What follows belongs to an exercise in optimizing a design on an open flow for small area, a short achievable clock period and few clock cycles per item; a production flow would make more cautious choices.
The RTL was checked by simulation tests, not by an equivalence proof against the original design.

Setup of run 1:
## neuron_visit
module neuron_visit (
    input  wire        clk,
    input  wire        rst,
    input  wire        cfg_wide,       
    input  wire [6:0]  cfg_step,       
    input  wire        pop_reset,      
    input  wire        pop_clocked,    
    input  wire [3:0]  pop_refract,    
    input  wire [22:0] pop_theta,      
    input  wire [23:0] pop_rest,       
    input  wire [7:0]  pop_d,          
    input  wire [15:0] pop_bias,       
    input  wire        pop_gated,      
    output wire [6:0]  f_addr,
    input  wire [24:0] f_data,
    input  wire        in_valid,
    output wire        in_ready,
    input  wire [63:0] in_rec,
    input  wire [31:0] in_acc,
    input  wire [31:0] in_late,
    input  wire        in_touched,
    output wire        out_valid,
    input  wire        out_ready,
    output wire [63:0] out_rec,
    output wire [3:0]  out_n,
    output wire        out_rest,
    output wire        out_refr_drop,
    output wire        out_gated,
    output wire        out_sat,
    output wire        out_clip
);
For scale: about 5,500 cells after synthesis, about 330 I/O pins, roughly 59,000 µm² of cells after synthesis.
==> flow/config.mk <==
export PLATFORM = sky130hd
export DESIGN_NAME = neuron_visit
export DESIGN_NICKNAME = neuron_visit
export VERILOG_FILES = /design/flow/design.v
export SDC_FILE = /design/flow/constraint.sdc
export NUM_CORES = 4
export LEC_CHECK = 0
export ABC_CLOCK_PERIOD_IN_PS = 6000
export CAP_MARGIN = 20
export CORE_MARGIN = 2
export CORE_UTILIZATION = 50
export SLEW_MARGIN = 20
==> flow/constraint.sdc <==
create_clock -name core_clock -period 24.0 [get_ports {clk}]
set_input_delay 4.8000 -clock core_clock [delete_from_list [all_inputs] [get_ports {clk}]]
set_output_delay 4.8000 -clock core_clock [all_outputs]
set_load 0.01 [all_outputs]
standard.sh (not shown) runs the stock make flow with config.mk's settings and CLKGATE_MAP_FILE= SYNTH_SCRIPT=/design/flow/synth_recipe.tcl, a recipe that flattens the netlist after the stock synthesis.
==> flow/flow/run.sh <==
#!/bin/bash
# Standard layout, with two changes to how it is made (the SDC is unchanged):
# repair_timing is asked for extra setup slack so that the layout is optimised
# toward the period the design can reach, and the port buffers are plain
# buffers (buf_1) rather than the smallest-drive cell buffer_ports picks.
set -euo pipefail
MARGIN=$(cat flow/margin.txt)
bash standard.sh SETUP_SLACK_MARGIN=$MARGIN "BUFFER_PORTS_ARGS=-buffer_cell sky130_fd_sc_hd__buf_1" finish > flow_standard.log 2>&1
==> flow/flow/margin.txt <==
17.7
Testbench counts of run 1, summed over its fixed seeds: cycles 16,384, items 16,000.
> inputs changed (run 1 -> run 2)
- changing CORE_UTILIZATION from 50 to 60
==> flow/flow/margin.txt <==
18.0
### Flow results
For die outline area, dividing the value from run 2 by the value from run 1 gives 0.835. Re overall track demand over capacity in global routing: run 1 and run 2 aren't equal, and the lower value belongs to run 1. Run 1 vs run 2, critical path class: reg -> reg vs reg -> out. Critical path's largest stage delay: run 2 vs run 1 down 100 ps.
Here is what was changed in the inputs of run 3 compared with run 2.
- changing CORE_UTILIZATION from 60 to 50
==> flow/flow/margin.txt <==
17.85
[summary]
- Per the comparison of run 3 with run 2, area added between synthesis and finish decreased by 0.91 points relative to the old numbers; sequential portion of the cell area went up by 0.26 points; post-layout instance area -about 0.8%.

Another version of the RTL of neuron_visit (not shown whole).
For scale: roughly 5500 cells after synthesis, roughly 720 flip-flops, ~58000 um^2 of cells after synthesis.
Settings: LEC_CHECK=0, ABC_CLOCK_PERIOD_IN_PS=6000, CAP_MARGIN=20, CORE_MARGIN=2, CORE_UTILIZATION=50, CTS_CLUSTER_DIAMETER=60, CTS_CLUSTER_SIZE=10, SLEW_MARGIN=20; clock period 24.0 ns.
==> flow/flow/margin.txt <==
17.95
Scripts as last shown in full above: flow/flow/run.sh
Testbench counts at the start, summed over its fixed seeds: cycles 16,384, items 16,000.
==> next run, changes <==
==> flow/flow/margin.txt (replaced) <==
17.85
CAP_MARGIN = 10   (was 20)
CTS_CLUSTER_DIAMETER = default   (was 60)
CTS_CLUSTER_SIZE = default   (was 10)
SLEW_MARGIN = 10   (was 20)
The changed run passed the timing, design-rule and antenna checks.
Synthesized cell count stays the same.
Core utilization came out lower by 0.44 points.
Count of clock-buffer cells in the layout came out lower by 40.
Cell area is lower slightly.
==> next run, changes <==
CAP_MARGIN = 20   (was 10)
SLEW_MARGIN = 20   (was 10)
What happened: Core utilization fell by 0.17 points. Register-to-register slack improved by 20 ps. Wire length goes down by about 0.3%. Final cell count barely changes. Area after synthesis stays the same. Maximum frequency shrinks by 0.46%. Cell area is lower by 0.30%.

oak:
neuron_visit again, from the RTL that the note above started with.
==> flow/config.mk <==
export PLATFORM = sky130hd
export DESIGN_NAME = neuron_visit
export DESIGN_NICKNAME = neuron_visit
export VERILOG_FILES = /design/flow/design.v
export SDC_FILE = /design/flow/constraint.sdc
export NUM_CORES = 4
export LEC_CHECK = 0
export ABC_CLOCK_PERIOD_IN_PS = 6000
export CAP_MARGIN = 20
export CORE_MARGIN = 2
export CORE_UTILIZATION = 50
export CTS_BUF_LIST = sky130_fd_sc_hd__clkbuf_4 sky130_fd_sc_hd__clkbuf_8
export SLEW_MARGIN = 20
==> flow/constraint.sdc <==
create_clock -name core_clock -period 24.0 [get_ports {clk}]
set_input_delay 4.8000 -clock core_clock [delete_from_list [all_inputs] [get_ports {clk}]]
set_output_delay 4.8000 -clock core_clock [all_outputs]
set_load 0.01 [all_outputs]
==> flow/flow/margin.txt <==
17.75
Scripts as last shown in full above: flow/flow/run.sh
Testbench counts of oak, summed over its fixed seeds: cycles 16,384, items 16,000.
Changes in pine relative to oak:
- putting CTS_CLUSTER_SIZE at 25 where nothing was set
- putting CTS_CLUSTER_DIAMETER at 80 where nothing was set
- clearing CTS_BUF_LIST, which used to be sky130_fd_sc_hd__clkbuf_4 sky130_fd_sc_hd__clkbuf_8
==> flow/flow/margin.txt <==
17.95
Result: PASS for each of pine and oak
Looking at worst setup path endpoint, the out_rec[61] result is from pine; the out_sat one comes from oak.
Re ratio of final minimum period to clock period: pine is 0.45 points down on oak.
Compared with oak, in pine count of hold buffers inserted by post-cts repair ~0 delta, worst hold slack rose 0.066 ns, total via count in the routed design went down by 228.
pine reports its critical path launch point as o_hi[45]$_DFFE_PP_ while oak reports o_sat$_DFFE_PP_.
The following lists how birch was set up differently from pine:
- swapping 25 for 30 in CTS_CLUSTER_SIZE
- swapping 80 for 100 in CTS_CLUSTER_DIAMETER
Results
- Every stage of the flow completed for birch, and the final layout passed the timing, design-rule and antenna checks.
- The sequential share of layout area of birch exceeds that of pine by 0.29 points.
- Sort birch and pine by met3 wire length desc -> top: birch
- Changes observed in birch relative to pine: final critical-path required period now sits lower, final area lost about 0.9%.
- birch -> pine: global-route total usage across every layer flat
- From pine to birch, average size of a mapped cell did not move at all.
- Delta (birch minus pine): layout buffer count excluding clock buffers lower; area of the die roughly the same; number of vias after detailed routing lower.
Input-level comparison between maple and birch:
- CTS_CLUSTER_DIAMETER: 100 -> unset
- CTS_CLUSTER_SIZE: 30 -> unset
==> flow/flow/margin.txt <==
17.75
## What came out
maple vs birch, critical path endpoint: fa_r[6]$_DFF_P_ vs out_rec[61]. The fraction of met2 tracks used by global routing number comes out lower for maple vs birch. Summary of maple over birch: total clock buffers created by CTS rose 43; final period utilization about even. Status | maple and birch | clean.

## static timing again, ports no longer ideal
In the flow no input, the clock included, has a driving cell. The finished layouts below were timed again as built, in two steps.
Step 1 sets driving cells, clkbuf_16 on the clock port and buf_2 on the other inputs (assumed; they add their load-dependent delay and slew).
Step 2 also shifts input and output timing later by t, the mid clock arrival at the registers, as if the neighbouring blocks saw the same clock.
a / b / c = ideal ports / drivers / drivers and shift; a / b = the first two.
| run | t, ns | setup slack, ns | hold WS [ns] | latest minus earliest clock arrival (ns) |
|---|---|---|---|---|
| run 1 | 0.764 | 17.871 / 17.807 / 17.572 | 0.401 / 0.401 / 0.401 | 0.041 / 0.042 |
| run 2 | 0.739 | 17.873 / 17.798 / 17.530 | 0.403 / 0.403 / 0.403 | 0.076 / 0.076 |
| run 3 | 0.762 | 17.898 / 17.820 / 17.600 | 0.389 / 0.389 / 0.389 | 0.038 / 0.037 |
| the first run of note 2 | 0.771 | 17.863 / 17.786 / 17.330 | 0.412 / 0.412 / 0.412 | 0.030 / 0.030 |
| the second run of note 2 | 0.752 | 17.911 / 17.834 / 17.266 | 0.416 / 0.416 / 0.416 | 0.033 / 0.033 |
| the third run of note 2 | 0.732 | 17.883 / 17.807 / 17.285 | 0.361 / 0.361 / 0.361 | 0.072 / 0.073 |
| oak | 0.903 | 17.775 / 17.698 / 17.159 | 0.335 / 0.335 / 0.335 | 0.099 / 0.099 |
| pine | 0.742 | 17.884 / 17.805 / 17.355 | 0.401 / 0.401 / 0.401 | 0.037 / 0.037 |
| birch | 0.722 | 17.899 / 17.821 / 17.375 | 0.415 / 0.415 / 0.415 | 0.064 / 0.063 |
| maple | 0.758 | 17.893 / 17.827 / 17.192 | 0.413 / 0.413 / 0.413 | 0.037 / 0.037 |
After both steps setup and hold are still met in every run listed. The setup slack of maple, which loses most, moves by -0.066 ns with the drivers and by -0.701 ns with both steps.
